This design comes from an exercise in tuning for small area, a short achievable clock period and few clock cycles on the open sky130 flow, not from production work.
RTL that was checked went through simulation tests only; none was proved equivalent to the original.
For runs 6 and 7, only the layout was checked, not whether the RTL still works.
Power is estimated from default activity; no workload was simulated.

**flow/run.sh**
```bash
#!/bin/bash
# The standard layout, with the port buffers made from buf_4 cells instead of
# the resizer's default pick (a delay cell), and the resizer's timing repair
# asked to keep extra setup slack, so that it also works on paths that meet
# the clock period already.
set -euo pipefail
export BUFFER_PORTS_ARGS="-buffer_cell sky130_fd_sc_hd__buf_4"
export SETUP_SLACK_MARGIN=18.9
bash standard.sh > standard.log 2>&1
```
**standard.sh**
```bash
#!/bin/bash
# synth_recipe.tcl (not shown) runs the flow's synth.tcl, then flattens the netlist and writes it again
# the make line also repeats each setting of config.mk as NAME=value (left out here)
make -C /OpenROAD-flow-scripts/flow DESIGN_CONFIG=/design/flow/config.mk WORK_HOME=/design/flow/orfs CLKGATE_MAP_FILE= SYNTH_SCRIPT=/design/flow/synth_recipe.tcl "${@:-finish}"
```
**design.v**
```verilog
module bx8_compress (
    input  wire [31:0] x,
    output wire [14:0] w
);
    wire [7:0]  ex = x[30:23];
    wire [22:0] f  = x[22:0];
    reg [4:0] lz;
    integer i;
    always @* begin
        lz = 5'd23;
        for (i = 0; i < 23; i = i + 1)
            if (f[i]) lz = 5'd22 - i[4:0];
    end
    wire [22:0] fs = f << lz;             
    wire [21:0] fsub = fs[21:0];          
    wire        nrm = (ex != 8'd0);
    wire [8:0]  e9  = nrm ? ({1'b0, ex} + 9'd23)
                    : ((f != 23'd0) ? (9'd23 - {4'd0, lz}) : 9'd0);
    wire [3:0]  fk  = nrm ? f[22:19] : fsub[21:18];
    wire        st  = nrm ? (|f[18:0]) : (|fsub[17:0]);
    assign w = {x[31], e9, fk, st};
endmodule
module bx8_elem_round (
    input  wire [14:0] w,
    input  wire [8:0]  k,
    input  wire [1:0]  fmt,
    output wire [7:0]  code,
    output wire        inexact,
    output wire        underflow,
    output wire        saturate
);
    wire       s    = w[14];
    wire [8:0] e9   = w[13:5];
    wire [3:0] f    = w[4:1];
    wire       st   = w[0];
    wire       zero = (e9 == 9'd0);
    wire       fj4  = (fmt == 2'd1);
    wire       fj8g = (fmt == 2'd3);
    wire [9:0] d  = {1'b0, e9} - {1'b0, k};       
    wire [9:0] nd = {1'b0, k} - {1'b0, e9};       
    wire       tiny = d[9];
    wire [2:0] t  = !tiny ? 3'd0 : ((nd[9:3] != 7'd0) || (nd[2:0] == 3'd7)) ? 3'd6 : nd[2:0];
    reg [4:0] ext;
    reg       sx;
    always @* begin
        if (fj4)       begin ext = {3'b001, f[3:2]};  sx = f[1] | f[0] | st; end
        else if (fj8g) begin ext = {2'b01, f[3:1]};   sx = f[0] | st;        end
        else           begin ext = {1'b1, f};         sx = st;               end
    end
    wire [10:0] sh      = {ext, 6'd0} >> t;
    wire [3:0]  kept    = sh[10:7];
    wire        rnd     = sh[6];
    wire        stk     = sx | (|sh[5:0]);
    wire [4:0]  rounded = {1'b0, kept} + {4'd0, rnd & (stk | kept[0])};
    reg [6:0] bsh;
    reg       big;
    always @* begin
        if (fj4)       begin bsh = {4'd0, d[1:0], 1'b0}; big = (d[8:2] != 7'd0); end
        else if (fj8g) begin bsh = {d[4:0], 2'b0};       big = (d[8:5] != 4'd0); end
        else           begin bsh = {d[3:0], 3'b0};       big = (d[8:4] != 5'd0); end
        if (tiny) begin bsh = 7'd0; big = 1'b0; end
    end
    wire [7:0] cmag = {1'b0, bsh} + {3'd0, rounded};
    wire       sat  = big | (fj4 ? (cmag[7:3] != 5'd0) : cmag[7]);
    wire [6:0] mag  = sat ? (fj4 ? 7'h07 : 7'h7F) : cmag[6:0];
    assign code      = (zero || mag == 7'd0) ? 8'h00
                     : fj4 ? {4'h0, s, mag[2:0]} : {s, mag};
    assign inexact   = !zero & (rnd | stk | sat);
    assign underflow = !zero & tiny & (rnd | stk);
    assign saturate  = !zero & sat;
endmodule
module bx8_scale_key (
    input  wire [30:0] x,
    input  wire [1:0]  fmt,
    output reg  [8:0]  key
);
    wire [22:0] f = x[22:0];
    always @* begin
        case (fmt)
            2'd1:    key = {x[30:23], f[22] & (|f[21:0])};
            2'd3:    key = {x[30:23], (&f[22:21]) & (|f[20:0])};
            default: key = {x[30:23], (&f[22:20]) & (|f[19:0])};
        endcase
    end
endmodule
module bx8_choose_scale (
    input  wire [8:0]  key,
    input  wire [1:0]  fmt,
    output wire [7:0]  bx8
);
    reg [4:0] c;                   
    always @* begin
        case (fmt)
            2'd1:    c = key[0] ? 5'd1  : 5'd2;
            2'd3:    c = key[0] ? 5'd15 : 5'd16;
            default: c = key[0] ? 5'd7  : 5'd8;
        endcase
    end
    wire [8:0] t = {1'b0, key[8:1]} - {4'd0, c};
    assign bx8 = t[8] ? 8'h00 : t[7:0];
endmodule
module bx8_quant (
    input  wire        clk,
    input  wire        rst,         
    input  wire        in_valid,
    output wire        in_ready,
    input  wire [31:0] in_data,     
    input  wire [1:0]  in_fmt,      
    input  wire        in_given,    
    input  wire [7:0]  in_scale,    
    output wire        out_valid,
    input  wire        out_ready,
    output wire [7:0]  out_code,    
    output wire [7:0]  out_bx8,     
    output wire        out_last,    
    output wire [3:0]  out_flags    
);
    localparam integer N  = 67;     
    localparam integer RP = 64;     
    localparam integer W  = 15;     
    function [6:0] inc7(input [6:0] x);
        reg c; integer i;
        begin
            c = 1'b1;
            for (i = 0; i < 7; i = i + 1) begin inc7[i] = x[i] ^ c; c = c & x[i]; end
        end
    endfunction
    function [6:0] dec7(input [6:0] x);
        reg b; integer i;
        begin
            b = 1'b1;
            for (i = 0; i < 7; i = i + 1) begin dec7[i] = x[i] ^ b; b = b & ~x[i]; end
        end
    endfunction
    reg        in_ready_r;
    reg [5:0]  aidx;               
    reg        rin_v, rin_first, rin_last, rin_last_d;
    reg [31:0] rin_d;              
    reg [1:0]  fmt_l;              
    reg        giv_l;
    reg [7:0]  scl_l;
    assign in_ready = in_ready_r;
    wire fire = in_valid & in_ready_r;
    always @(posedge clk) begin
        rin_d <= in_data;
        if (fire & (aidx == 6'd0)) begin
            fmt_l <= in_fmt;
            giv_l <= in_given;
            scl_l <= in_scale;
        end
    end
    reg  [W*N-1:0] ring;
    wire [W-1:0]   comp;
    bx8_compress u_comp (.x(rin_d), .w(comp));
    always @(posedge clk)
        ring <= {ring[W*(N-1)-1:0], rin_v ? comp : ring[W*N-1 -: W]};
    reg [8:0]  key_run;            
    reg        nf_l;               
    wire [8:0] key_x;
    bx8_scale_key u_key (.x(rin_d[30:0]), .fmt(fmt_l), .key(key_x));
    wire       nf_x      = &rin_d[30:23];
    wire [8:0] key_run_n = (rin_first || key_x > key_run) ? key_x : key_run;
    wire       nf_n      = nf_x | (nf_l & ~rin_first);
    always @(posedge clk) begin
        if (rin_v) begin
            key_run <= key_run_n;
            nf_l    <= nf_n;
        end
    end
    reg        wp;                 
    reg        rb;                 
    reg [1:0]  nrdy;               
    reg [8:0]  p0_key, p1_key;     
    reg        p0_giv, p1_giv;
    reg [1:0]  p0_fmt, p1_fmt;
    reg        p0_nf, p1_nf;
    wire [8:0] key_blk = giv_l ? {1'b0, scl_l} : key_run_n;
    always @(posedge clk) begin
        if (rin_last & ~wp) begin
            p0_key <= key_blk;
            p0_giv <= giv_l;
            p0_fmt <= fmt_l;
            p0_nf  <= nf_n;
        end
        if (rin_last & wp) begin
            p1_key <= key_blk;
            p1_giv <= giv_l;
            p1_fmt <= fmt_l;
            p1_nf  <= nf_n;
        end
    end
    wire [7:0] e_auto0, e_auto1;
    bx8_choose_scale u_sc0 (.key(p0_key), .fmt(p0_fmt), .bx8(e_auto0));
    bx8_choose_scale u_sc1 (.key(p1_key), .fmt(p1_fmt), .bx8(e_auto1));
    wire [7:0] e0 = p0_giv ? p0_key[7:0] : e_auto0;
    wire [7:0] e1 = p1_giv ? p1_key[7:0] : e_auto1;
    wire [7:0] rb_e   = rb ? e1 : e0;
    wire [1:0] rb_fmt = rb ? p1_fmt : p0_fmt;
    wire       rb_nf  = rb ? p1_nf : p0_nf;
    reg [6:0]  wd;                 
    reg [6:0]  cnt;                
    wire [6:0] cnt_p = inc7(cnt);
    wire [6:0] cnt_m = dec7(cnt);
    wire [6:0] aidx_x = inc7({1'b0, aidx});
    wire [5:0] aidx_p = aidx_x[5:0];
    reg [2:0]  facc;               
    reg        ov;
    reg [7:0]  o_code, o_bx8;
    reg        o_last;
    reg [3:0]  o_flags;
    wire [6:0] wd_m  = (wd == 7'd0) ? N - 1 : dec7(wd);
    wire       ralign = (cnt == wd_m) | ((cnt == N) & (wd == 7'd1));
    wire rcan    = ralign & (nrdy != 2'd0);
    wire oload   = ~ov | out_ready;
    wire rd      = rcan & oload;
    wire rd_last = (cnt[5:0] == aidx_p);
    wire bdone   = rd & rd_last;
    wire       rb_n = bdone ? ~rb : rb;
    wire [8:0] k0   = {1'b0, e0} + ((p0_fmt == 2'd1) ? 9'd23 : (p0_fmt == 2'd3) ? 9'd9 : 9'd17);
    wire [8:0] k1   = {1'b0, e1} + ((p1_fmt == 2'd1) ? 9'd23 : (p1_fmt == 2'd3) ? 9'd9 : 9'd17);
    reg  [8:0] kc;
    always @(posedge clk)
        kc <= rb_n ? k1 : k0;
    wire [W-1:0] rword = ring[W*RP +: W];
    wire [7:0] el_code;
    wire       el_inx, el_unf, el_sat;
    bx8_elem_round u_round (
        .w(rword), .k(kc), .fmt(rb_fmt),
        .code(el_code), .inexact(el_inx), .underflow(el_unf), .saturate(el_sat)
    );
    wire [2:0] el_fl = {el_sat, el_unf, el_inx};
    wire [6:0] cnt_n = fire ? (rd ? cnt : cnt_p) : (rd ? cnt_m : cnt);
    wire       lt0   = (cnt < N);           
    wire       lt1   = (cnt < N - 1);
    wire       ok_n  = fire ? (rd ? lt0 : lt1) : (rd | lt0);
    wire [1:0] nrdy_p = {nrdy[1] ^ nrdy[0], ~nrdy[0]};
    wire [1:0] nrdy_m = {nrdy[1] ^ ~nrdy[0], ~nrdy[0]};
    always @(posedge clk) begin
        if (rst) begin
            in_ready_r <= 1'b1;
            aidx       <= 6'd0;
            rin_v      <= 1'b0;
            rin_first  <= 1'b0;
            rin_last   <= 1'b0;
            rin_last_d <= 1'b0;
            wd         <= 7'd0;
            cnt        <= 7'd0;
            wp         <= 1'b0;
            rb         <= 1'b0;
            nrdy       <= 2'd0;
            facc       <= 3'd0;
            ov         <= 1'b0;
        end else begin
            rin_v      <= fire;
            rin_first  <= fire & (aidx == 6'd0);
            rin_last   <= fire & (aidx == 6'd63);
            rin_last_d <= rin_last;
            if (fire)
                aidx <= aidx_p;
            wd         <= fire ? 7'd0 : (wd == 7'd0) ? N - 1 : dec7(wd);
            cnt        <= cnt_n;
            in_ready_r <= (fire | (wd == 7'd1)) & ok_n;
            if (rin_last)
                wp <= ~wp;
            if (bdone)
                rb <= ~rb;
            nrdy <= rin_last_d ? (bdone ? nrdy : nrdy_p) : (bdone ? nrdy_m : nrdy);
            if (oload & rcan)
                facc <= rd_last ? 3'd0 : (facc | el_fl);
            if (oload)
                ov <= rcan;
        end
    end
    always @(posedge clk) begin
        if (oload) begin
            o_code  <= rb_nf ? ((rb_fmt == 2'd1) ? 8'h00 : 8'h80) : el_code;
            o_bx8   <= rb_nf ? 8'hFF : rb_e;
            o_last  <= rd_last;
            o_flags <= rb_nf ? 4'b1000 : {1'b0, facc | el_fl};
        end
    end
    assign out_valid = ov;
    assign out_code  = o_code;
    assign out_bx8   = o_bx8;
    assign out_last  = o_last;
    assign out_flags = o_flags;
endmodule
```
**config.mk**
```make
export PLATFORM = sky130hd
export DESIGN_NAME = bx8_quant
export DESIGN_NICKNAME = bx8_quant
export VERILOG_FILES = /design/flow/design.v
export SDC_FILE = /design/flow/constraint.sdc
export NUM_CORES = 4
export LEC_CHECK = 0
export CAP_MARGIN = 20
export CORE_MARGIN = 2
export CORE_UTILIZATION = 80
export CTS_CLUSTER_DIAMETER = 70
export CTS_CLUSTER_SIZE = 35
export PLACE_DENSITY = 0.9
export SLEW_MARGIN = 20
```
**constraint.sdc**
```tcl
create_clock -name core_clock -period 25.0 [get_ports {clk}]
set_input_delay 5.0000 -clock core_clock [delete_from_list [all_inputs] [get_ports {clk}]]
set_output_delay 5.0000 -clock core_clock [all_outputs]
set_load 0.01 [all_outputs]
```
==> results of run 1 <==
-- cells by family after synthesis --
logic type | count (synthesis) | synth area share
multiplexers | 44 | 0.0162
AO/OA/AOI/OAI | 316 | 0.0720
XOR/XNOR | 63 | 0.0183
buffers and inverters | 131 | 0.0173
AND/OR/NAND/NOR | 372 | 0.0615
adder cells (fa/ha/maj) | 69 | 0.0304
flip-flops | 1147 | 0.784
-- stage by stage --
stage / util / worst slack, ns / std cells / power (mW) / cell area [um2]
floorplan: - / 18.68 / 2142 / 2.13 / 30200
global placement: 0.834 / 18.38 / 2675 / 2.17 / 31200
detailed placement: 0.834 / 18.22 / 2675 / 2.21 / 31200
CTS: 0.870 / 18.72 / 2736 / 3.06 / 32500
-- timing repair --
item	in CTS
pin swaps	0
gates resized for setup	24
endpoints found under the setup margin	45
setup buffers	3
-- metal layers --
| layer | GRT overflow | track usage |
|---|---|---|
| met5 | 0 | 0.0562 |
| met4 | 15 | 0.413 |
| met3 | 2 | 0.312 |
| met2 | 14 | 0.693 |
| met1 | 0 | 0.528 |
-- Yosys cell counts, types with 12 or more instances --
cell / count / area share
xnor2_1: 37 / 0.011
o22ai_1: 12 / 0.0025
nor2_1: 94 / 0.012
edfxtp_1: 68 / 0.068
ha_1: 62 / 0.026
inv_1: 77 / 0.0096
mux2i_1: 21 / 0.0070
a21o_1: 17 / 0.0042
nand2_1: 101 / 0.013
nor3_1: 30 / 0.0050
nand3_1: 27 / 0.0045
o21ai_0: 55 / 0.0091
mux2_2: 19 / 0.0071
dfxtp_1: 1079 / 0.72
clkbuf_1: 38 / 0.0047
nor4_1: 12 / 0.0025
o21a_1: 25 / 0.0062
a21oi_1: 79 / 0.013
a211oi_1: 12 / 0.0030
xor2_1: 26 / 0.0076
nand2b_1: 22 / 0.0046
nor2b_1: 18 / 0.0037
-- worst max path at each step --
stage / start / endpoint / slack (ns) / cells after the start
floorplan: out_ready / kc[0] / 18.68 / 8
global placement: out_ready / kc[1] / 18.38 / 6
detailed placement: out_ready / facc[0] / 18.22 / 7
CTS: o_code[1] / out_code[1] / 18.72 / 1
-- power by group through the flow --
stage                     combinational (mW)  sequential (mW)  clock, mW
after floorplan                        0.102             2.03          0
after global placement                 0.127             2.04          0
after detailed placement               0.148             2.06          0
after CTS                              0.165             2.03      0.868
==> summary.txt, run 1 <==
post-synthesis register bit count=1,147; Tool Error=[ERROR GRT-0232] Routing congestion too high. Check the congestion heatmap in the GUI.; Async SR Flop Fraction=0; pin count of the biggest net entering global routing=38; clock root buffer=clkbuf_16; total clock sinks=1,147; Synth warnings=5; Mapped Area=30,100 um2; Mapped Cells=2,142; I/O Buffers=69; Avg Cell Area, Syn=14.1 um2; FP Rows=71; Final GP Congestion=0.909; hold_buf cts=0; total CTS buffers=41; Initial Util=0.806; HPWL after DPL=46,400 um; Yosys cell types=90; number of synthesized flops with an enable pin=68; die width=198 um; Mapped Nets=2,258; sequential share of the synthesized area=0.784; Worst Endpoint after GRT Repair=out_code[2]; chip height=198 um; number of top-level pins=70; grt total ovfl=31; worst ep type=output port; Synth Flop Type=dfxtp_1; CTS max path bufs=3; outcome=aborted with a tool error; H-tree levels=2; GR Util All Layers=0.498; Fail Step=5_1_grt
Testbench counts, summed over its fixed seeds: cycles 16,920.
==> run 2, diff against run 1 <==
--- a/design.v
+++ b/design.v
@@ -2,27 +2,31 @@
     input  wire [31:0] x,
     output wire [14:0] w
 );
-    wire [7:0]  ex = x[30:23];
-    wire [22:0] f  = x[22:0];
+    wire [7:0]  ex  = x[30:23];
+    wire        nrm = (ex != 8'd0);
+    wire [23:0] sig = {nrm, x[22:0]};
+    reg [23:0] pre;
+    integer i;
+    always @* begin
+        pre[23] = sig[23];
+        for (i = 22; i >= 0; i = i - 1)
+            pre[i] = pre[i+1] | sig[i];
+    end
     reg [4:0] lz;
-    integer i;
-    always @* begin
-        lz = 5'd23;
-        for (i = 0; i < 23; i = i + 1)
-            if (f[i]) lz = 5'd22 - i[4:0];
-    end
-    wire [22:0] fs = f << lz;             
-    wire [21:0] fsub = fs[21:0];          
-    wire        nrm = (ex != 8'd0);
-    wire [8:0]  e9  = nrm ? ({1'b0, ex} + 9'd23)
-                    : ((f != 23'd0) ? (9'd23 - {4'd0, lz}) : 9'd0);
-    wire [3:0]  fk  = nrm ? f[22:19] : fsub[21:18];
-    wire        st  = nrm ? (|f[18:0]) : (|fsub[17:0]);
+    always @* begin
+        lz = 5'd0;
+        for (i = 0; i < 24; i = i + 1)
+            if (sig[i]) lz = 5'd23 - i[4:0];
+    end
+    wire [23:0] ss = sig << lz;           
+    wire [8:0]  e9 = nrm ? {1'b0, ex} : pre[0] ? (9'd1 - {4'd0, lz}) : 9'h1E1;
+    wire [3:0]  fk = ss[22:19];
+    wire        st = |(sig[18:0] & pre[23:5]);    
     assign w = {x[31], e9, fk, st};
 endmodule
 module bx8_elem_round (
     input  wire [14:0] w,
-    input  wire [8:0]  k,
+    input  wire [9:0]  k,
     input  wire [1:0]  fmt,
     output wire [7:0]  code,
     output wire        inexact,
@@ -33,13 +37,26 @@
     wire [8:0] e9   = w[13:5];
     wire [3:0] f    = w[4:1];
     wire       st   = w[0];
-    wire       zero = (e9 == 9'd0);
+    wire       zero = (e9 == 9'h1E1);
     wire       fj4  = (fmt == 2'd1);
     wire       fj8g = (fmt == 2'd3);
-    wire [9:0] d  = {1'b0, e9} - {1'b0, k};       
-    wire [9:0] nd = {1'b0, k} - {1'b0, e9};       
+    wire [9:0] d    = {e9[8], e9} - k;            
     wire       tiny = d[9];
-    wire [2:0] t  = !tiny ? 3'd0 : ((nd[9:3] != 7'd0) || (nd[2:0] == 3'd7)) ? 3'd6 : nd[2:0];
+    reg  [2:0] t;
+    always @* begin
+        if (!tiny)
+            t = 3'd0;
+        else if (d[8:3] != 6'h3F)
+            t = 3'd6;
+        else case (d[2:0])
+            3'd7:    t = 3'd1;
+            3'd6:    t = 3'd2;
+            3'd5:    t = 3'd3;
+            3'd4:    t = 3'd4;
+            3'd3:    t = 3'd5;
+            default: t = 3'd6;
+        endcase
+    end
     reg [4:0] ext;
     reg       sx;
     always @* begin
@@ -216,9 +233,9 @@
     wire rd_last = (cnt[5:0] == aidx_p);
     wire bdone   = rd & rd_last;
     wire       rb_n = bdone ? ~rb : rb;
-    wire [8:0] k0   = {1'b0, e0} + ((p0_fmt == 2'd1) ? 9'd23 : (p0_fmt == 2'd3) ? 9'd9 : 9'd17);
-    wire [8:0] k1   = {1'b0, e1} + ((p1_fmt == 2'd1) ? 9'd23 : (p1_fmt == 2'd3) ? 9'd9 : 9'd17);
-    reg  [8:0] kc;
+    wire [9:0] k0   = {2'd0, e0} - ((p0_fmt == 2'd1) ? 10'd0 : (p0_fmt == 2'd3) ? 10'd14 : 10'd6);
+    wire [9:0] k1   = {2'd0, e1} - ((p1_fmt == 2'd1) ? 10'd0 : (p1_fmt == 2'd3) ? 10'd14 : 10'd6);
+    reg  [9:0] kc;
     always @(posedge clk)
         kc <= rb_n ? k1 : k0;
     wire [W-1:0] rword = ring[W*RP +: W];
--- a/config.mk
+++ b/config.mk
@@ -7,8 +7,8 @@
 export LEC_CHECK = 0
 export CAP_MARGIN = 20
 export CORE_MARGIN = 2
-export CORE_UTILIZATION = 80
-export CTS_CLUSTER_DIAMETER = 70
-export CTS_CLUSTER_SIZE = 35
-export PLACE_DENSITY = 0.9
+export CORE_UTILIZATION = 60
+export CTS_CLUSTER_DIAMETER = 60
+export CTS_CLUSTER_SIZE = 30
+export PLACE_DENSITY = 0.75
 export SLEW_MARGIN = 20
==> run 2 against run 1 <==
Net effect: the run now finishes clean; area after synthesis is 2.2% lower; synthesized cell count decreased by 5.2%.
==> summary.txt, run 2 <==
CTS clk-pin slew, worst paths=0.11 ns; Yosys cell types=88 (was 90); Leak=13.1 nW; min Tclk post-route=6.18 ns; clock root buffer=clkbuf_16 (unchanged); Max-slew headroom=0.284; Top delay family on crit path=flip-flops; Seq pwr share=0.651; Post-Route WL=46,400 um; required time of the worst setup path=20.00 ns; post-synthesis register bit count=1,147 (unchanged); Final setup viols=0; sw frac=0.213; worst-path cell chain=buf_6; CP Launch Type=register; Via density=4.99; Avg Cell Area, Syn=14.5 um2 (was 14.1 um2); final hold viol count=0; most frequent cells in the layout=dfxtp_1, nor2_1, nand2_1; Mapped Cells=2,030 (was 2,142); Tot Pwr=3.05 mW; FP Rows=81 (was 71); Synth Area in Adders=0.0249 (was 0.0304); Async SR Flop Fraction=0 (unchanged); pin count of the biggest net entering global routing=37; Mapped Area=29,500 um2 (was 30,100 um2); layout cells sized above 1=0.0988; HPWL after DPL=30,000 um (was 46,400 um); Max Transition Viols Final=0; CP Depth=1; I/O Buffers=69 (unchanged); via count=14.0k; outcome=complete, no violations (was aborted with a tool error); largest family of logic cells by synthesized area=compound AO/OA/AOI/OAI gates (unchanged); crit path DAT=1.18 ns; Synth Area in Simple Gates=0.0535 (was 0.0615); GR Util All Layers=0.186; CP max stage delay=0.43 ns; worst vdd ir=0.0670 mV; # fillers=3,397; logic gate share of total power=0.036; clk_skew=0.0357 ns; commonest non-fill, non-tap cell in the layout=dfxtp_1; Int Pwr=2.40 mW; number of top-level pins=70 (unchanged); total clock sinks=1,147 (unchanged); worst r2r src=ring[965]; top-count cell post-synth=dfxtp_1 (unchanged); total CTS buffers=50 (was 41); Clk pwr share=0.312; sequential share of the synthesized area=0.802 (was 0.784); cells on worst reg2reg path=25; CP Buf/Inv Count=1; R2R Path End=o_code[0]; Clk Latency, worst-skew pair=0.63 ns; grt total ovfl=0; vias in the first global route=13.6k; WL/cell=16.6 um; Synth Flop Type=dfxtp_1 (unchanged); Tightest Pin Transition=1.07 ns; Area Growth Syn to Fin=10.2%; Cell Pwr Density=93.8 nW/um2; mux cell area share after synthesis=0.0194 (was 0.0162); Post-Synth XOR/XNOR Area=0.0181 (was 0.0183); number of synthesized flops with an enable pin=68 (unchanged); MaxCap Viol Count=0; synth top area cells=dfxtp_1, edfxtp_1, ha_1 (unchanged); Synth Area in Compound Gates=0.0671 (was 0.0720); HP Class=register to register; CP Capture Type=output pin; Psw=0.650 mW; top cell type's share of synthesized area=0.733 (was 0.717); RSZ-0062 raised after global routing=yes; Core Footprint=48,700 um2; slowest cell on the critical path=edfxtp_1; CTS max path bufs=3 (unchanged); Final #Nets=2,213; biggest regs=ring (1005), rin_d (32); chip height=226 um (was 198 um); die width=226 um (was 198 um); Detail Route Antenna Nets=0; total negative slack=0 ns; Post-synth top cells=dfxtp_1, nor2_1, nand2_1 (was dfxtp_1, nand2_1, nor2_1); Initial DRT Pass Iterations=5; Yosys top cell by area=dfxtp_1 (unchanged); CP Class=register to output pin; fin crit share=0.247; Synth warnings=5 (unchanged); first-pass GRT wire length=73,600 um; placed cells=2,717 (was 2,675); Final GP Congestion=0.834 (was 0.909); iteration-0 DRC count of the detailed router=949; R2R Setup Slk=19.34 ns; Critical Path Fanout Max=1; initial antenna violation count=3; Worst Setup EP=out_last; H-tree levels=2 (unchanged); Largest Register=ring; CTS tree=built; Initial Util=0.604 (was 0.806); final core occ=0.666; Final Non-Filler Cells=2,800; Die ar.=50,900 um2; DRC=0; Largest register FFs=1,005; crit path from=o_last; Mapped Nets=2,132 (was 2,258); max frequency=162 MHz
-- run 2: cell types whose count changed after synthesis, moves of 8 or more --
cell      delta
nand3_1     -10
inv_1       -20
o21a_1      -10
o221ai_1     -8
o21ai_0     -13
mux2i_1      +9
nand2_1     -12
a21oi_1     -14
ha_1        -13
-- run 2: power groups by stage --
stage	clock network, mW	registers, mW	logic, mW
final	0.952	1.98	0.110
after global routing	1.04	2.00	0.124
after CTS	0.978	1.99	0.110
after detailed placement	0	2.03	0.109
after global placement	0	2.02	0.105
after floorplan	0	2.01	0.0841
-- run 2: kinds of logic (layout without fill, tap and decap cells) --
| kind of cell | Yosys count | in the layout |
|---|---|---|
| muxes | 54 | 54 |
| buffers and inverters | 108 | 213 |
| AOI/OAI and AO/OA | 277 | 277 |
| adders and majority gates | 55 | 55 |
| DFF | 1147 | 1147 |
| other | 0 | 1 |
| and+or+nand+nor | 329 | 329 |
| xor gates and xnor gates | 60 | 60 |
-- run 2: layer usage --
layer | global-route usage | wire, um | vias up
li1 | - | - | 6972
met1 | 0.277 | 22900 | 6636
met2 | 0.281 | 20400 | 298
met3 | 0.0255 | 1890 | 76
met4 | 0.0639 | 1240 | 0
met5 | 0 | 0 | -
-- run 2: area by class of cell --
| cell class | count | area, um2 | share of cell area |
|---|---|---|---|
| sequential | 1147 | 23700 | 0.728 |
| multi-input combinational | 775 | 5490 | 0.169 |
| clock buffer | 59 | 1320 | 0.0405 |
| tap | 664 | 831 | 0.0256 |
| timing repair buffer | 79 | 692 | 0.0213 |
| clock inverter | 17 | 273 | 0.00840 |
| inverter | 58 | 218 | 0.00671 |
| antenna | 1 | 2.50 | 0.0000771 |
-- run 2: how the worst min path moves through the flow --
| stage | startpoint | end | cells past startpoint |
|---|---|---|---|
| after floorplan | ring[985] | ring[1000] | 0 |
| after detailed placement | ring[100] | ring[115] | 0 |
| after CTS | ring[943] | ring[958] | 0 |
| final | ring[943] | ring[958] | 0 |
| after global routing | ring[943] | ring[958] | 0 |
| after global placement | ring[268] | ring[283] | 0 |
-- run 2: repair_timing --
item	in CTS	in global routing
resized for setup	21	13
pin swaps	0	2
hold buffers	0	0
endpoints found under the setup margin	31	36
buffers inserted	0	6
-- run 2: per-stage QoR --
| step | worst slack, ns | instance area [um2] | hold WS, ns |
|---|---|---|---|
| global route | 18.77 | 32500 | 0.311 |
| CTS | 18.75 | 32300 | 0.317 |
| floorplan | 18.50 | 29500 | 0.310 |
| detailed placement | 18.28 | 30700 | 0.312 |
| global placement | 18.33 | 30700 | 0.310 |
| finish | 18.82 | 32500 | 0.309 |
Testbench counts of run 2, summed over its fixed seeds: cycles 16,920.
==> run 3, diff against run 2 <==
--- a/config.mk
+++ b/config.mk
@@ -7,8 +7,8 @@
 export LEC_CHECK = 0
 export CAP_MARGIN = 20
 export CORE_MARGIN = 2
-export CORE_UTILIZATION = 60
-export CTS_CLUSTER_DIAMETER = 60
-export CTS_CLUSTER_SIZE = 30
-export PLACE_DENSITY = 0.75
+export CORE_UTILIZATION = 67
+export CTS_CLUSTER_DIAMETER = 70
+export CTS_CLUSTER_SIZE = 36
+export PLACE_DENSITY = 0.8
 export SLEW_MARGIN = 20
==> run 3 against run 2 <==
Net effect: still clean on timing, DRC and antenna; via count grew 2.6%; non-clock buffer count grew 1; synthesized cell count is the same; area after synthesis is the same; register-to-register slack lost 0.02 ns; critical path depth is the same; count of clock-buffer cells in the layout shrank 14; critical path type unchanged; highest routed layer unchanged.
==> summary.txt, run 3 <==
Leak=12.9 nW (was 13.1 nW); Psw=0.654 mW (was 0.650 mW); iteration-0 DRC count of the detailed router=1,203 (was 949); FP Rows=76 (was 81); design area=32,100 um2 (was 32,500 um2); GR Util All Layers=0.238 (was 0.186); Synth Flop Type=dfxtp_1 (unchanged); met2 Use GR=0.406 (was 0.281); CTS clk-pin slew, worst paths=0.13 ns (was 0.11 ns); Avg Cell Area, Syn=14.5 um2 (unchanged); Synth Area in Adders=0.0249 (unchanged); most frequent cells in the layout=dfxtp_1, nor2_1, nand2_1 (unchanged); CP Class=register to output pin (unchanged); total clock sinks=1,147 (unchanged); largest family of logic cells by synthesized area=compound AO/OA/AOI/OAI gates (unchanged); most utilized layer in the global route result=met2 (unchanged); initial antenna violation count=1 (was 3); outcome=complete, no violations (unchanged); number of diodes=0 (was 1); Clk Latency, worst-skew pair=0.62 ns (was 0.63 ns); I/O Buffers=69 (unchanged); Max Transition Viols Final=0 (unchanged); Die ar.=45,700 um2 (was 50,900 um2); Area Growth Syn to Fin=8.95% (was 10.2%); Mapped Cells=2,030 (unchanged); Int Pwr=2.33 mW (was 2.40 mW); Initial Util=0.681 (was 0.604); first-pass GRT wire length=81,900 um (was 73,600 um); CTS max path bufs=3 (unchanged); HP Class=register to register (unchanged); Cell Pwr Density=93.1 nW/um2 (was 93.8 nW/um2); Yosys cell types=88 (unchanged); mux cell area share after synthesis=0.0194 (unchanged); DRC=0 (unchanged); worst vdd ir=0.0839 mV (was 0.0670 mV); post-synthesis register bit count=1,147 (unchanged); Final #Nets=2,206 (was 2,213); Post-Place Cell Area=30,600 um2 (was 30,700 um2); CP Launch Type=register (unchanged); Detail Route Antenna Nets=0 (unchanged); Top delay family on crit path=flip-flops (unchanged); layout cells sized above 1=0.0949 (was 0.0988); Post-synth top cells=dfxtp_1, nor2_1, nand2_1 (unchanged); Yosys top cell by area=dfxtp_1 (unchanged); Final GP Congestion=0.863 (was 0.834); grt total ovfl=0 (unchanged); Seq pwr share=0.666 (was 0.651); top-count cell post-synth=dfxtp_1 (unchanged); RSZ-0062 raised after global routing=yes (unchanged); pin count of the biggest net entering global routing=38 (was 37); commonest non-fill, non-tap cell in the layout=dfxtp_1 (unchanged); hold_buf cts=0 (unchanged); Synth warnings=5 (unchanged); Post-Route WL=53,300 um (was 46,400 um); clk_skew=0.0542 ns (was 0.0357 ns); Initial DRT Pass Iterations=6 (was 5); top cell type's share of synthesized area=0.733 (unchanged); biggest regs=ring (1005), rin_d (32) (unchanged); Critical Path Fanout Max=1 (unchanged); CTS tree=built (unchanged); Synth Area in Simple Gates=0.0535 (unchanged); Clk pwr share=0.296 (was 0.312); slowest cell on the critical path=edfxtp_1 (unchanged); Tightest Pin Transition=0.789 ns (was 1.07 ns); Max-slew headroom=0.474 (was 0.284); die width=214 um (was 226 um); Via density=5.31 (was 4.99); crit path DAT=1.20 ns (was 1.18 ns); Synth Area in Compound Gates=0.0671 (unchanged); max frequency=161 MHz (was 162 MHz); WL/cell=19.7 um (was 16.6 um); logic gate share of total power=0.038 (was 0.036); required time of the worst setup path=20.00 ns (about the same); total CTS buffers=42 (was 50); total negative slack=0 ns (unchanged); number of synthesized flops with an enable pin=68 (unchanged); Mapped Nets=2,132 (unchanged); final hold viol count=0 (unchanged); Mapped Area=29,500 um2 (unchanged); met3 usage=0.0350 (was 0.0255); CP Buf/Inv Count=1 (unchanged); sw frac=0.219 (was 0.213); worst-path cell chain=buf_6 (unchanged); sequential share of the synthesized area=0.802 (unchanged); via count=14.4k (was 14.0k); min Tclk post-route=6.20 ns (was 6.18 ns); Final setup viols=0 (unchanged); # fillers=2,596 (was 3,397); chip height=214 um (was 226 um); met1 Use GR=0.314 (was 0.277); HPWL after DPL=33,900 um (was 30,000 um); Core Footprint=43,300 um2 (was 48,700 um2); CP Capture Type=output pin (unchanged); number of top-level pins=70 (unchanged); Post-Synth XOR/XNOR Area=0.0181 (unchanged); Largest Register=ring (unchanged); fin crit share=0.248 (was 0.247); MaxCap Viol Count=0 (unchanged); H-tree levels=2 (unchanged); vias in the first global route=14.5k (was 13.6k); CP max stage delay=0.45 ns (was 0.43 ns); clock root buffer=clkbuf_16 (unchanged); Async SR Flop Fraction=0 (unchanged); Largest register FFs=1,005 (unchanged); synth top area cells=dfxtp_1, edfxtp_1, ha_1 (unchanged)
[run 3: power groups by stage]
stage               Clock, mW  Combinational (mW)  Sequential, mW
floorplan                   0              0.0841            2.01
global placement            0               0.105            2.02
detailed placement          0               0.111            2.03
CTS                     0.895               0.113            1.99
global route            0.950               0.126            2.00
finish                  0.885               0.113            1.99
[run 3: final cells by class]
type                    count  area (um2)  area share
flip-flops and latches   1147       23600       0.737
multi-input cells         775        5490       0.171
clock buffers              45        1080      0.0338
well taps                 585         732      0.0228
repair buffers             80         699      0.0218
clock inverters            14         233     0.00725
inverters                  58         218     0.00678
[run 3: per-layer routing]
layer / vias to the layer above / routed length [um]
met5: - / 0
met3: 122 / 2500
met4: 0 / 1730
met2: 438 / 25600
li1: 6943 / -
met1: 6849 / 23400
[run 3: repair_timing]
item | CTS | global route
pin swaps | 0 | 3
buffers inserted | 1 | 6
endpoints found under the setup margin | 34 | 35
resized for setup | 22 | 11
endpoints found under the hold margin | 0 | 0
[run 3: cells by family after synthesis]
group,count (synthesis)
buffers and inverters,108
AND/OR/NAND/NOR,329
AO/OA/AOI/OAI,277
flip-flops,1147
XOR/XNOR,60
multiplexers,54
adder cells (fa/ha/maj),55
[run 3: final timing paths]
| kind | from | endpoint | slack (ns) | cells past startpoint |
|---|---|---|---|---|
| hold reg to reg | ring[98] | ring[113] | 0.32 | 0 |
| setup reg to reg | ring[965] | o_code[0] | 19.32 | 26 |
| hold / removal | ring[98] | ring[113] | 0.32 | 0 |
| setup / recovery | o_bx8[0] | out_bx8[0] | 18.80 | 1 |
[run 3: through the flow]
step / util / worst slack (ns) / power (mW) / instances / hold WS, ns
finish: 0.742 / 18.80 / 2.99 / 2704 / 0.322
global route: 0.742 / 18.76 / 3.08 / 2704 / 0.328
CTS: 0.739 / 18.77 / 3.00 / 2698 / 0.326
detailed placement: 0.707 / 18.29 / 2.14 / 2638 / 0.312
global placement: 0.707 / 18.31 / 2.13 / 2638 / 0.310
floorplan: - / 18.50 / 2.09 / 2030 / 0.310
==> run 4, diff against run 3 <==
--- a/config.mk
+++ b/config.mk
@@ -8,7 +8,7 @@
 export CAP_MARGIN = 20
 export CORE_MARGIN = 2
 export CORE_UTILIZATION = 67
-export CTS_CLUSTER_DIAMETER = 70
-export CTS_CLUSTER_SIZE = 36
+export CTS_CLUSTER_DIAMETER = 64
+export CTS_CLUSTER_SIZE = 32
 export PLACE_DENSITY = 0.8
 export SLEW_MARGIN = 20
==> run 4 against run 3 <==
Net effect: still clean; total power up 0.45%; worst hold slack better by 0.0012 ns; cell count up 0.11%; critical path type unchanged; critical endpoint is now out_bx8[5]; largest power group unchanged.
==> summary.txt, run 4 <==
initial antenna violation count=1 (unchanged); layout cells sized above 1=0.0952 (was 0.0949); Final setup viols=0 (unchanged); CP Class=register to output pin (unchanged); HPWL after DPL=33,900 um (unchanged); Max Transition Viols Final=0 (unchanged); most frequent cells in the layout=dfxtp_1, nor2_1, nand2_1 (unchanged); Storage cell area=23,600 um2 (unchanged); Mapped Area=29,500 um2 (unchanged); FP Rows=76 (unchanged); hold_buf cts=0 (unchanged); Tightest Pin Transition=0.785 ns (was 0.789 ns); Via density=5.38 (was 5.31); total clock sinks=1,147 (unchanged); Async SR Flop Fraction=0 (unchanged); RSZ-0062 raised after global routing=yes (unchanged); slowest cell on the critical path=edfxtp_1 (unchanged); grt total ovfl=0 (unchanged); die width=214 um (unchanged); first-pass GRT wire length=83,100 um (was 81,900 um); post-synthesis register bit count=1,147 (unchanged); Leak=13.0 nW (was 12.9 nW); clk_skew=0.0328 ns (was 0.0542 ns); outcome=complete, no violations (unchanged); clock root buffer=clkbuf_16 (unchanged); crit path DAT=1.19 ns (was 1.20 ns); CTS clk-pin slew, worst paths=0.11 ns (was 0.13 ns); cells on worst reg2reg path=26 (unchanged); top-count cell post-synth=dfxtp_1 (unchanged); worst r2r src=ring[965] (unchanged); Max-slew headroom=0.477 (was 0.474); Top delay family on crit path=flip-flops (unchanged); Largest Register=ring (unchanged); iteration-0 DRC count of the detailed router=1,262 (was 1,203); crit path from=o_bx8[5] (was o_bx8[0]); Yosys cell types=88 (unchanged); number of synthesized flops with an enable pin=68 (unchanged); number of diodes=0 (unchanged); Tot Pwr=3.00 mW (was 2.99 mW); worst-path cell chain=buf_6 (unchanged); chip height=214 um (unchanged); Post-Route WL=54,200 um (was 53,300 um); Hold EP=ring[70] (was ring[113]); Cell Pwr Density=93.4 nW/um2 (was 93.1 nW/um2); I/O Buffers=69 (unchanged); Synth warnings=5 (unchanged); MaxCap Viol Count=0 (unchanged); Mapped Nets=2,132 (unchanged); # fillers=2,588 (was 2,596); CP Buf/Inv Count=1 (unchanged); commonest non-fill, non-tap cell in the layout=dfxtp_1 (unchanged); synth top area cells=dfxtp_1, edfxtp_1, ha_1 (unchanged); Die ar.=45,700 um2 (unchanged); via count=14.6k (was 14.4k); DRC=0 (unchanged); final hold viol count=0 (unchanged); Final #Nets=2,209 (was 2,206); WHS Path Cells=0 (unchanged); R2R Setup Slk=19.40 ns (was 19.32 ns); CP Capture Type=output pin (unchanged); Synth Flop Type=dfxtp_1 (unchanged); total negative slack=0 ns (unchanged); final core occ=0.743 (was 0.742); Initial DRT Pass Iterations=8 (was 6); GR Util All Layers=0.242 (was 0.238); Clk Latency, worst-skew pair=0.62 ns (about the same); CTS tree=built (unchanged); Yosys top cell by area=dfxtp_1 (unchanged); area of the multi-input gates=5490 um2 (about the same); H-tree levels=2 (unchanged); biggest regs=ring (1005), rin_d (32) (unchanged); CP Launch Type=register (unchanged); number of top-level pins=70 (unchanged); Critical Path Fanout Max=1 (unchanged); hold path start=ring[55] (was ring[98]); min Tclk post-route=6.19 ns (was 6.20 ns); Final GP Congestion=0.863 (unchanged); CTS max path bufs=3 (unchanged); Initial Util=0.681 (unchanged); required time of the worst setup path=20.00 ns (about the same); top cell type's share of synthesized area=0.733 (unchanged); sequential share of the synthesized area=0.802 (unchanged); vias in the first global route=14.6k (was 14.5k); worst vdd ir=0.0870 mV (was 0.0839 mV); R2R Path End=o_code[0] (unchanged); HP Class=register to register (unchanged); Detail Route Antenna Nets=0 (unchanged); Post-synth top cells=dfxtp_1, nor2_1, nand2_1 (unchanged); WL/cell=20.0 um (was 19.7 um); Mapped Cells=2,030 (unchanged); Area Growth Syn to Fin=9.09% (was 8.95%); Avg Cell Area, Syn=14.5 um2 (unchanged); total CTS buffers=45 (was 42); pin count of the biggest net entering global routing=37 (was 38); Core Footprint=43,300 um2 (unchanged); CP max stage delay=0.45 ns (about the same); max frequency=162 MHz (was 161 MHz); fin crit share=0.248 (about the same); Largest register FFs=1,005 (unchanged)
-- run 4: changes by cell type in the layout (fill, tap and decap cells not counted), moves of 2 or more --
cell / previous run / this run
clkbuf_16: 43 / 46
clkbuf_1: 2 / 5
inv_8: 2 / 0
inv_16: 0 / 3
clkinv_8: 4 / 1
-- run 4: kinds of logic after synthesis --
family,share of synthesized area
AO/OA/AOI/OAI,0.0671
XOR/XNOR,0.0181
adder cells (fa/ha/maj),0.0249
buffers and inverters,0.0147
flip-flops,0.802
multiplexers,0.0194
AND/OR/NAND/NOR,0.0535
-- run 4: stage by stage --
stage,setup WS (ns),hold WS [ns],cell area (um2),instances
after floorplan,18.50,0.310,29500,2030
after global placement,18.31,0.310,30600,2638
after detailed placement,18.29,0.312,30600,2638
after CTS,18.77,0.327,32000,2701
after global routing,18.78,0.330,32100,2707
final,18.81,0.323,32100,2707
-- run 4: repair_timing --
action / 4_1_cts / 5_1_grt
setup endpoints to repair: 34 / 35
resized for setup: 21 / 12
buffers inserted: 1 / 6
pin swaps: 0 / 3
-- run 4: layer usage --
layer,GRT usage,part of all wire
met1,0.317,0.43
met2,0.422,0.49
met3,0.0318,0.049
met4,0.0764,0.031
met5,0,0
-- run 4: where the power goes --
group | total (mW) | switching, mW | internal (mW)
registers | 1.99 | 0.0441 | 1.95
logic | 0.113 | 0.0614 | 0.0517
clock network | 0.898 | 0.542 | 0.356
-- run 4: final cells by class --
class                   count  share of cell area
clock buffers              52              0.0368
clock inverters            10             0.00545
inverters                  58             0.00677
multi-input cells         775               0.171
flip-flops and latches   1147               0.736
well taps                 585              0.0228
repair buffers             80              0.0216
-- run 4: worst max-delay path by stage --
stage	end	cells past startpoint
after floorplan	kc[0]	7
after global placement	kc[0]	6
after detailed placement	kc[0]	6
after CTS	out_bx8[1]	1
after global routing	out_bx8[1]	1
final	out_bx8[5]	1
==> run 5, diff against run 4 <==
==> flow/run.sh (replaced) <==
#!/bin/bash
# The standard layout, with two changes:
# - the port buffers come from flow/ports.tcl (buf_2 on inputs, buf_4 on
#   outputs) instead of the resizer's default pick, a delay cell;
# - the resizer's timing repair is asked to keep extra setup slack, so that
#   it also works on paths that meet the clock period already.
set -euo pipefail
export DONT_BUFFER_PORTS=1
export PRE_GLOBAL_PLACE_TCL="$(pwd)/flow/ports.tcl"
export SETUP_SLACK_MARGIN=18.9
bash standard.sh > standard.log 2>&1
==> flow/ports.tcl (new file) <==
# Port buffers (run before global placement in place of ORFS's buffer_ports):
# small buffers on the inputs, which each drive one or two gates, and
# stronger ones on the outputs, which drive the pin load.
buffer_ports -inputs -buffer_cell sky130_fd_sc_hd__buf_2
buffer_ports -outputs -buffer_cell sky130_fd_sc_hd__buf_4
==> run 5 against run 4 <==
Net effect: flip-flop and latch count did not move; register-to-register slack got worse by 0.10 ns; combinational power fell by 12%; count of clock-buffer cells in the layout fell by 1; cell count fell by 2.6%; critical endpoint unchanged; worst hold slack better by 0.0044 ns; critical path depth fell by 1; routed wire length shrank 5.6%; still clean; clock skew shrank 0.0036 ns; core utilization down 1.5 points.
==> summary.txt, run 5 <==
CTS tree=built (unchanged); required time of the worst setup path=20.00 ns (about the same); min Tclk post-route=6.10 ns (was 6.19 ns); Initial DRT Pass Iterations=6 (was 8); HP Class=register to register (unchanged); Cell Pwr Density=94.8 nW/um2 (was 93.4 nW/um2); Yosys top cell by area=dfxtp_1 (unchanged); Mapped Nets=2,132 (unchanged); initial antenna violation count=3 (was 1); grt total ovfl=0 (unchanged); via count=14.0k (was 14.6k); H-tree levels=2 (unchanged); number of diodes=0 (unchanged); Seq pwr share=0.666 (was 0.663); vias in the first global route=14.3k (was 14.6k); Avg Cell Area, Syn=14.5 um2 (unchanged); die width=214 um (unchanged); Core Footprint=43,300 um2 (unchanged); Post-Route WL=51,100 um (was 54,200 um); Area Growth Syn to Fin=6.94% (was 9.09%); Clk pwr share=0.301 (was 0.299); Max Transition Viols Final=0 (unchanged); Via density=5.30 (was 5.38); Max-slew headroom=0.445 (was 0.477); Tightest Pin Transition=0.832 ns (was 0.785 ns); logic gate share of total power=0.033 (was 0.038); Tot Pwr=2.99 mW (was 3.00 mW); # fillers=2,636 (was 2,588); outcome=complete, no violations (unchanged); DRC=0 (unchanged); total CTS buffers=45 (unchanged); CTS max path bufs=3 (unchanged); worst r2r src=ring[965] (unchanged); CTS clk-pin slew, worst paths=0.11 ns (about the same); Largest Register=ring (unchanged); worst vdd ir=0.0846 mV (was 0.0870 mV); Mapped Cells=2,030 (unchanged); top cell type's share of synthesized area=0.733 (unchanged); RSZ-0062 raised after global routing=yes (unchanged); R2R Setup Slk=19.30 ns (was 19.40 ns); Post-synth top cells=dfxtp_1, nor2_1, nand2_1 (unchanged); first-pass GRT wire length=80,500 um (was 83,100 um); Psw=0.641 mW (was 0.647 mW); crit path from=o_bx8[5] (unchanged); Leak=12.6 nW (was 13.0 nW); post-synthesis register bit count=1,147 (unchanged); WL/cell=19.4 um (was 20.0 um); Largest register FFs=1,005 (unchanged); top-count cell post-synth=dfxtp_1 (unchanged); GR Util All Layers=0.232 (was 0.242); total clock sinks=1,147 (unchanged); Final #Nets=2,137 (was 2,209); layout cells sized above 1=0.0638 (was 0.0952); total negative slack=0 ns (unchanged); Mapped Area=29,500 um2 (unchanged); hold_buf cts=0 (unchanged); Int Pwr=2.35 mW (about the same); I/O Buffers=68 (was 69); HPWL after DPL=32,100 um (was 33,900 um); Synth warnings=5 (unchanged); biggest regs=ring (1005), rin_d (32) (unchanged); R2R Path End=o_code[0] (unchanged); commonest non-fill, non-tap cell in the layout=dfxtp_1 (unchanged); hold path start=ring[355] (was ring[55]); Die ar.=45,700 um2 (unchanged); synth top area cells=dfxtp_1, edfxtp_1, ha_1 (unchanged); Final GP Congestion=0.866 (was 0.863); Clk Latency, worst-skew pair=0.62 ns (about the same); Synth Flop Type=dfxtp_1 (unchanged); CP Depth=0 (was 1); final hold viol count=0 (unchanged); cells on worst reg2reg path=26 (unchanged); sw frac=0.215 (was 0.216); Initial Util=0.681 (unchanged); Yosys cell types=88 (unchanged); fin crit share=0.244 (was 0.248); iteration-0 DRC count of the detailed router=928 (was 1,262); Worst Setup EP=out_bx8[5] (unchanged); number of synthesized flops with an enable pin=68 (unchanged); clock root buffer=clkbuf_16 (unchanged); pin count of the biggest net entering global routing=37 (unchanged); Final setup viols=0 (unchanged); max frequency=164 MHz (was 162 MHz); Async SR Flop Fraction=0 (unchanged); sequential share of the synthesized area=0.802 (unchanged); MaxCap Viol Count=0 (unchanged); Critical Path Fanout Max=1 (unchanged); clk_skew=0.0292 ns (was 0.0328 ns); chip height=214 um (unchanged); CP Class=register to output pin (unchanged); CP Launch Type=register (unchanged); Detail Route Antenna Nets=0 (unchanged); most frequent cells in the layout=dfxtp_1, nor2_1, nand2_1 (unchanged); FP Rows=76 (unchanged); CP Capture Type=output pin (unchanged); number of top-level pins=70 (unchanged); crit path DAT=1.10 ns (was 1.19 ns)
==> run 5: cell types whose count changed in the layout (fill, tap and decap cells not counted), sizes merged <==
cell,before,now
buf,80,8
clkbuf,52,51
clkinv,4,7
clkinvlp,1,0
inv,63,64
==> run 5: kinds of logic after synthesis <==
logic type,Yosys count,share of synthesized area
multiplexers,54,0.0194
flip-flops,1147,0.802
adder cells (fa/ha/maj),55,0.0249
AO/OA/AOI/OAI,277,0.0671
XOR/XNOR,60,0.0181
buffers and inverters,108,0.0147
AND/OR/NAND/NOR,329,0.0535
==> run 5: worst min path at each step <==
stage / to / slack [ns] / depth (start not counted)
6_report: ring[370] / 0.33 / 0
5_1_grt: ring[497] / 0.33 / 0
4_1_cts: ring[549] / 0.32 / 0
3_5_place_dp: ring[165] / 0.31 / 0
3_3_place_gp: ring[926] / 0.31 / 0
2_1_floorplan: ring[1000] / 0.31 / 0
==> run 5: power by group through the flow <==
| stage | Combinational (mW) | Clock [mW] | Sequential (mW) |
|---|---|---|---|
| floorplan | 0.0841 | 0 | 2.01 |
| global placement | 0.0956 | 0 | 2.02 |
| detailed placement | 0.0977 | 0 | 2.03 |
| CTS | 0.0990 | 0.911 | 1.99 |
| global route | 0.111 | 0.967 | 2.00 |
| finish | 0.0989 | 0.898 | 1.99 |
==> run 5: metal layers <==
metal / vias up / part of all wire / global-route usage
met5: - / 0.00014 / 0
met2: 373 / 0.48 / 0.392
met1: 6691 / 0.45 / 0.317
met3: 91 / 0.045 / 0.0308
li1: 6809 / - / -
met4: 2 / 0.023 / 0.0702
==> run 5: layout make-up <==
| type | instances | area, um2 | share of cell area |
|---|---|---|---|
| well taps | 585 | 732 | 0.0232 |
| clock buffers | 51 | 1170 | 0.0371 |
| clock inverters | 13 | 200 | 0.00635 |
| multi-input cells | 775 | 5490 | 0.174 |
| flip-flops and latches | 1147 | 23600 | 0.750 |
| inverters | 58 | 218 | 0.00691 |
| repair buffers | 8 | 60.1 | 0.00191 |
==> run 5: repair_timing <==
| item | CTS | global route |
|---|---|---|
| cloned | 0 | 0 |
| endpoints found under the setup margin | 16 | 28 |
| endpoints found under the hold margin | 0 | 0 |
| setup buffers | 0 | 4 |
| pin swaps | 0 | 2 |
| resized for setup | 2 | 6 |
==> run 5: metrics by stage <==
| step | instances | area (um2) | worst slack, ns | hold slack, ns | utilization |
|---|---|---|---|---|---|
| 4_1_cts | 2633 | 31400 | 18.86 | 0.323 | 0.727 |
| 2_1_floorplan | 2030 | 29500 | 18.50 | 0.310 | - |
| 3_5_place_dp | 2569 | 30100 | 18.41 | 0.312 | 0.695 |
| 6_report | 2637 | 31500 | 18.90 | 0.328 | 0.728 |
| 3_3_place_gp | 2569 | 30100 | 18.44 | 0.310 | 0.695 |
| 5_1_grt | 2637 | 31500 | 18.86 | 0.330 | 0.728 |
==> run 6, diff against run 5 <==
--- a/design.v
+++ b/design.v
@@ -288,12 +288,22 @@
                 ov <= rcan;
         end
     end
+    reg  [7:0] oh_code, oh_bx8;
+    reg        oh_last;
+    reg  [3:0] oh_flags;
+    wire [7:0] on_code  = rb_nf ? ((rb_fmt == 2'd1) ? 8'h00 : 8'h80) : el_code;
+    wire [7:0] on_bx8   = rb_nf ? 8'hFF : rb_e;
+    wire [3:0] on_flags = rb_nf ? 4'b1000 : {1'b0, facc | el_fl};
     always @(posedge clk) begin
+        o_code  <= oload ? on_code  : ~oh_code;
+        o_bx8   <= oload ? on_bx8   : ~oh_bx8;
+        o_last  <= oload ? rd_last  : ~oh_last;
+        o_flags <= oload ? on_flags : ~oh_flags;
         if (oload) begin
-            o_code  <= rb_nf ? ((rb_fmt == 2'd1) ? 8'h00 : 8'h80) : el_code;
-            o_bx8   <= rb_nf ? 8'hFF : rb_e;
-            o_last  <= rd_last;
-            o_flags <= rb_nf ? 4'b1000 : {1'b0, facc | el_fl};
+            oh_code  <= ~on_code;
+            oh_bx8   <= ~on_bx8;
+            oh_last  <= ~rd_last;
+            oh_flags <= ~on_flags;
         end
     end
     assign out_valid = ov;
==> run 6 against run 5 <==
Net effect: still clean on timing, DRC and antenna; cell count up 2.2%; highest routed layer is now met4; total power rose by 1.8%; maximum frequency up 0.98%.
==> summary.txt, run 6 <==
first-pass GRT wire length=73,900 um (was 80,500 um); Synth Area in Adders=0.0245 (was 0.0249); synth top area cells=dfxtp_1, edfxtp_1, ha_1 (unchanged); cells on worst reg2reg path=19 (was 26); R2R Setup Slk=19.24 ns (was 19.30 ns); Yosys cell types=77 (was 88); top cell type's share of synthesized area=0.737 (was 0.733); Max Transition Viols Final=0 (unchanged); Final setup viols=0 (unchanged); mux cell area share after synthesis=0.0264 (was 0.0194); fin crit share=0.242 (was 0.244); die width=215 um (was 214 um); number of top-level pins=70 (unchanged); Seq pwr share=0.663 (was 0.666); Cell Pwr Density=94.7 nW/um2 (was 94.8 nW/um2); Post-Synth XOR/XNOR Area=0.0170 (was 0.0181); iteration-0 DRC count of the detailed router=1,027 (was 928); Final Non-Filler Cells=2,696 (was 2,637); CTS clk-pin slew, worst paths=0.10 ns (was 0.11 ns); biggest regs=ring (1005), rin_d (32) (unchanged); WL/cell=17.5 um (was 19.4 um); total negative slack=0 ns (unchanged); # fillers=2,848 (was 2,636); pin count of the biggest net entering global routing=48 (was 37); sw frac=0.210 (was 0.215); grt total ovfl=0 (unchanged); MaxCap Viol Count=0 (unchanged); logic gate share of total power=0.030 (was 0.033); post-synthesis register bit count=1,168 (was 1,147); layout cells sized above 1=0.0646 (was 0.0638); clk_skew=0.0260 ns (was 0.0292 ns); Mapped Nets=2,165 (was 2,132); Initial DRT Pass Iterations=5 (was 6); R2R Path End=oh_code[0] (was o_code[0]); Post-synth top cells=dfxtp_1, nor2_1, nand2_1 (unchanged); CP Launch Type=register (unchanged); Clk Latency, worst-skew pair=0.62 ns (about the same); Detail Route Antenna Nets=0 (unchanged); Max-slew headroom=0.344 (was 0.445); crit path DAT=1.04 ns (was 1.10 ns); Async SR Flop Fraction=0 (unchanged); Via density=5.17 (was 5.30); placed cells=2,622 (was 2,569); top-count cell post-synth=dfxtp_1 (unchanged); Die ar.=46,300 um2 (was 45,700 um2); Largest register FFs=1,005 (unchanged); CTS max path bufs=3 (unchanged); initial antenna violation count=3 (unchanged); HP Class=register to register (unchanged); hold path start=ring[446] (was ring[355]); final core occ=0.728 (about the same); Yosys top cell by area=dfxtp_1 (unchanged); RSZ-0062 raised after global routing=yes (unchanged); number of diodes=0 (unchanged); Synth Area in Simple Gates=0.0543 (was 0.0535); Synth Area in Compound Gates=0.0586 (was 0.0671); number of synthesized flops with an enable pin=68 (unchanged); commonest non-fill, non-tap cell in the layout=dfxtp_1 (unchanged); DRC=0 (unchanged); Core Footprint=44,100 um2 (was 43,300 um2); Post-Route WL=47,100 um (was 51,100 um); max frequency=166 MHz (was 164 MHz); Int Pwr=2.40 mW (was 2.35 mW); outcome=complete, no violations (unchanged); CTS tree=built (unchanged); Mapped Cells=2,063 (was 2,030); final hold viol count=0 (unchanged); hold_buf cts=0 (unchanged); min Tclk post-route=6.04 ns (was 6.10 ns); H-tree levels=2 (unchanged); Initial Util=0.677 (was 0.681); Tightest Pin Transition=0.984 ns (was 0.832 ns); Mapped Area=29,900 um2 (was 29,500 um2); Leak=12.9 nW (was 12.6 nW); worst r2r src=ring[965] (unchanged); Final #Nets=2,184 (was 2,137); Psw=0.638 mW (was 0.641 mW); FP Rows=77 (was 76); CP Depth=0 (unchanged); WHS Path Cells=0 (unchanged); via count=13.9k (was 14.0k); CP Capture Type=output pin (unchanged); chip height=215 um (was 214 um); Critical Path Fanout Max=1 (unchanged); Area Growth Syn to Fin=7.46% (was 6.94%); Synth Flop Type=dfxtp_1 (unchanged); CP Class=register to output pin (unchanged); GR Util All Layers=0.204 (was 0.232); most frequent cells in the layout=dfxtp_1, nor2_1, nand2_1 (unchanged); HPWL after DPL=30,300 um (was 32,100 um); worst vdd ir=0.0958 mV (was 0.0846 mV); Hold EP=ring[461] (was ring[370]); vias in the first global route=13.6k (was 14.3k); I/O Buffers=69 (was 68); clock root buffer=clkbuf_16 (unchanged); required time of the worst setup path=20.00 ns (about the same); Avg Cell Area, Syn=14.5 um2 (about the same); Final GP Congestion=0.867 (was 0.866); Clk pwr share=0.307 (was 0.301); largest family of logic cells by synthesized area=compound AO/OA/AOI/OAI gates (unchanged); sequential share of the synthesized area=0.805 (was 0.802); Largest Register=ring (unchanged); total clock sinks=1,168 (was 1,147); Synth warnings=5 (unchanged); crit path from=o_code[7] (was o_bx8[5]); total CTS buffers=47 (was 45)
-- run 6: cell count changes after synthesis, sizes merged, moves of 10 or more --
cell	delta
o21ai	+10
clkbuf	-14
inv	+16
mux2i	+14
dfxtp	+21
-- run 6: worst reg2reg max path, delay by kind of cell (launching register included) --
kind	cells	cell delay [ns]
AO/OA/AOI/OAI	10	3.19
adder cells (fa/ha/maj)	3	0.92
AND/OR/NAND/NOR	3	0.80
flip-flops	1	0.32
buffers and inverters	3	0.23
-- run 6: area by class of cell --
cell class,instances,area [um2],share of cell area
clock buffer,58,1290,0.0402
multi-input combinational,787,5500,0.171
sequential,1168,24100,0.750
clock inverter,13,199,0.00619
inverter,73,279,0.00869
tap,592,741,0.0231
timing repair buffer,5,37.5,0.00117
-- run 6: metrics by stage --
| step | worst slack [ns] | instance area (um2) | total power, mW | hold slack [ns] |
|---|---|---|---|---|
| 2_1_floorplan | 18.62 | 30000 | 2.11 | 0.310 |
| 3_3_place_gp | 18.35 | 30600 | 2.14 | 0.309 |
| 3_5_place_dp | 18.26 | 30600 | 2.15 | 0.312 |
| 4_1_cts | 18.90 | 32100 | 3.06 | 0.319 |
| 5_1_grt | 18.77 | 32100 | 3.14 | 0.322 |
| 6_report | 18.96 | 32100 | 3.04 | 0.316 |
-- run 6: worst max-delay path by stage --
stage | endpoint
floorplan | cnt[5]
global placement | kc[0]
detailed placement | kc[2]
CTS | out_bx8[6]
global route | oh_flags[0]
finish | out_code[7]
-- run 6: what timing repair did --
action,4_1_cts,5_1_grt
endpoints found under the hold margin,0,0
buffers inserted,0,2
gates resized for setup,5,5
setup endpoints to repair,5,23
pin swaps,0,3
cloned,0,1
-- run 6: routing by layer --
layer  up-vias  routed length (um)  track usage
li1       6926                   -            -
met1      6620               22000        0.284
met2       312               21600        0.328
met3        72                2510       0.0403
met4         0                 997       0.0582
met5         -                   0            0
-- run 6: cell families after synthesis --
logic type,Yosys count
DFF,1168
xor gates and xnor gates,58
AOI/OAI and AO/OA,263
buffers and inverters,109
muxes,74
adders and majority gates,55
and+or+nand+nor,336
-- run 6: power by group through the flow --
| stage | sequential (mW) | combinational (mW) | clock (mW) |
|---|---|---|---|
| floorplan | 2.04 | 0.0713 | 0 |
| CTS | 2.02 | 0.0917 | 0.953 |
| global placement | 2.05 | 0.0834 | 0 |
| global route | 2.03 | 0.103 | 1.01 |
| finish | 2.02 | 0.0918 | 0.933 |
| detailed placement | 2.06 | 0.0888 | 0 |
==> run 7, diff against run 6 <==
==> flow/run.sh (replaced) <==
#!/bin/bash
# The standard layout, with the port buffers made from buf_4 cells instead of
# the resizer's default pick (a delay cell), and the resizer's timing repair
# asked to keep extra setup slack, so that it also works on paths that meet
# the clock period already.
set -euo pipefail
export BUFFER_PORTS_ARGS="-buffer_cell sky130_fd_sc_hd__buf_4"
export SETUP_SLACK_MARGIN=18.9
bash standard.sh > standard.log 2>&1
removed: flow/ports.tcl
==> run 7 against run 6 <==
Net effect: sequential share of layout area fell by 1.4 points; worst hold slack lost 0.0014 ns; flip-flop and latch count unchanged; worst setup slack got worse by 0.092 ns; critical path depth rose by 1; highest routed layer unchanged.
==> summary.txt, run 7 <==
outcome=complete, no violations (unchanged); vias in the first global route=14.4k (was 13.6k); worst r2r src=ring[965] (unchanged); top-count cell post-synth=dfxtp_1 (unchanged); R2R Path End=oh_flags[0] (was oh_code[0]); Final GP Congestion=0.832 (was 0.867); die width=215 um (unchanged); CP Class=register to output pin (unchanged); crit path DAT=1.13 ns (was 1.04 ns); Final #Nets=2,255 (was 2,184); Cell Pwr Density=93.4 nW/um2 (was 94.7 nW/um2); Avg Cell Area, Syn=14.5 um2 (unchanged); CTS clk-pin slew, worst paths=0.11 ns (was 0.10 ns); hold_buf cts=0 (unchanged); Post-Route WL=49,500 um (was 47,100 um); number of top-level pins=70 (unchanged); Core Footprint=44,100 um2 (unchanged); GR Util All Layers=0.214 (was 0.204); top cell type's share of synthesized area=0.737 (unchanged); Tightest Pin Transition=0.960 ns (was 0.984 ns); final core occ=0.742 (was 0.728); total negative slack=0 ns (unchanged); layout cells sized above 1=0.101 (was 0.0646); max frequency=163 MHz (was 166 MHz); Largest register FFs=1,005 (unchanged); H-tree levels=2 (unchanged); Final setup viols=0 (unchanged); commonest non-fill, non-tap cell in the layout=dfxtp_1 (unchanged); WL/cell=17.9 um (was 17.5 um); Max-slew headroom=0.360 (was 0.344); synth top area cells=dfxtp_1, edfxtp_1, ha_1 (unchanged); CTS max path bufs=3 (unchanged); post-synthesis register bit count=1,168 (unchanged); final worst slack=18.87 ns (was 18.96 ns); CP Buf/Inv Count=1; Async SR Flop Fraction=0 (unchanged); min Tclk post-route=6.13 ns (was 6.04 ns); CP max stage delay=0.41 ns; chip height=215 um (unchanged); CP Capture Type=output pin (unchanged); CP Depth=1 (was 0); first-pass GRT wire length=77,800 um (was 73,900 um); CP Launch Type=register (unchanged); Storage cell area=24,100 um2 (about the same); Initial Util=0.677 (unchanged); HP Class=register to register (unchanged); Post-synth top cells=dfxtp_1, nor2_1, nand2_1 (unchanged); Yosys top cell by area=dfxtp_1 (unchanged); # fillers=2,798 (was 2,848); worst-path cell chain=buf_6; Critical Path Fanout Max=3 (was 1); Via density=5.20 (was 5.17); pin count of the biggest net entering global routing=48 (unchanged); clk_skew=0.0351 ns (was 0.0260 ns); FP Rows=77 (unchanged); worst vdd ir=0.100 mV (was 0.0958 mV); area of the multi-input gates=5480 um2 (was 5500 um2); clock root buffer=clkbuf_16 (unchanged); total CTS buffers=48 (was 47); Die ar.=46,300 um2 (unchanged); Max Transition Viols Final=0 (unchanged); slowest cell on the critical path=dfxtp_4; Leak=13.3 nW (was 12.9 nW); Detail Route Antenna Nets=0 (unchanged); required time of the worst setup path=20.00 ns (about the same); via count=14.4k (was 13.9k); Area Growth Syn to Fin=9.60% (was 7.46%); Clk Latency, worst-skew pair=0.62 ns (about the same); R2R Setup Slk=19.36 ns (was 19.24 ns); total clock sinks=1,168 (unchanged); cells on worst reg2reg path=24 (was 19); MaxCap Viol Count=0 (unchanged); iteration-0 DRC count of the detailed router=1,042 (was 1,027); CTS tree=built (unchanged); Mapped Area=29,900 um2 (unchanged); number of synthesized flops with an enable pin=68 (unchanged); crit path from=in_ready_r (was o_code[7]); Largest Register=ring (unchanged); pre-CTS setup slack=18.12 ns (was 18.26 ns); grt total ovfl=0 (unchanged); Synth Flop Type=dfxtp_1 (unchanged); biggest regs=ring (1005), rin_d (32) (unchanged); Initial DRT Pass Iterations=5 (unchanged); fin crit share=0.245 (was 0.242); Synth warnings=5 (unchanged); I/O Buffers=69 (unchanged); Top delay family on crit path=flip-flops; Yosys cell types=77 (unchanged); most frequent cells in the layout=dfxtp_1, nor2_1, nand2_1 (unchanged); DRC=0 (unchanged); Mapped Nets=2,165 (unchanged); Worst Setup EP=in_ready (was out_code[7]); sequential share of the synthesized area=0.805 (unchanged); RSZ-0062 raised after global routing=yes (unchanged); Mapped Cells=2,063 (unchanged); initial antenna violation count=2 (was 3); final hold viol count=0 (unchanged); HPWL after DPL=31,400 um (was 30,300 um)
-- run 7: cell count changes in the layout (fill, tap and decap cells not counted), moves of 2 or more --
cell | previous run | this run
clkinv_16 | 2 | 4
inv_6 | 3 | 5
buf_6 | 0 | 17
dfxtp_2 | 4 | 15
clkbuf_8 | 3 | 0
diode_2 | 0 | 3
dfxtp_1 | 1095 | 1083
buf_4 | 5 | 58
-- run 7: worst min path at each step --
stage | cells after the start | endpoint | from | slack [ns]
global route | 0 | ring[828] | ring[813] | 0.32
detailed placement | 0 | ring[118] | ring[103] | 0.31
finish | 0 | ring[591] | ring[576] | 0.32
floorplan | 0 | ring[1000] | ring[985] | 0.31
CTS | 0 | ring[542] | ring[527] | 0.32
global placement | 0 | ring[403] | ring[388] | 0.31
-- run 7: metrics by stage --
step	cell area (um2)	cells	hold WS [ns]	power [mW]
global route	32700	2769	0.322	3.16
global placement	31100	2693	0.309	2.14
CTS	32700	2768	0.321	3.08
floorplan	30000	2063	0.310	2.11
finish	32800	2771	0.315	3.06
detailed placement	31100	2693	0.312	2.16
-- run 7: layout make-up --
class                   instances  area share
flip-flops and latches       1168       0.736
multi-input cells             786       0.167
clock buffers                  55      0.0375
well taps                     592      0.0226
repair buffers                 76      0.0198
inverters                      73     0.00860
clock inverters                18     0.00837
diodes                          3    0.000229
-- run 7: cell families after synthesis --
logic type               after synthesis  share of synthesized area
AO/OA/AOI/OAI                        263                     0.0586
XOR/XNOR                              58                     0.0170
adder cells (fa/ha/maj)               55                     0.0245
buffers and inverters                109                     0.0140
flip-flops                          1168                      0.805
multiplexers                          74                     0.0264
AND/OR/NAND/NOR                      336                     0.0543
-- run 7: timing repair --
action | 4_1_cts | 5_1_grt
buffers inserted | 2 | 0
pin swaps | 1 | 1
setup endpoints to repair | 17 | 35
resized for setup | 33 | 10
-- run 7: layer usage --
layer / up-vias / GRT usage / part of all wire
met4: 0 / 0.0634 / 0.025
met2: 350 / 0.354 / 0.47
met3: 87 / 0.0314 / 0.043
met1: 6910 / 0.296 / 0.46
li1: 7065 / - / -
met5: - / 0 / 0
-- run 7: report_power, final --
part	internal, mW	switching [mW]	total (mW)
sequential	1.98	0.0379	2.02
combinational	0.0453	0.0599	0.105
clock	0.376	0.560	0.936

afterwards: timing with drivers on the ports:
How much do the figures lean on ideal ports? The routed layouts below were timed once more, with nothing changed but the port constraints. Step 1 assumes that a clkbuf_16 drives the clock port and a buf_2 every other input. Step 2, shift: input delay + t, output delay - t, t = (earliest + latest rising clock arrival at the registers) / 2. This alone moves slack from input paths to output paths. Three values: ideal ports, drivers, drivers and shift; two values: the first two.
| run | shift t [ns] | setup slack, ns |
|---|---|---|
| run 2 | 0.674 | 18.816 / 18.756 / 18.364 |
| run 3 | 0.657 | 18.799 / 18.742 / 18.324 |
| run 4 | 0.659 | 18.810 / 18.753 / 18.350 |
| run 5 | 0.669 | 18.900 / 18.839 / 18.423 |
| run 6 | 0.659 | 18.959 / 18.906 / 18.335 |
| run 7 | 0.662 | 18.867 / 18.813 / 18.381 |
After both steps every run listed still meets setup and hold.
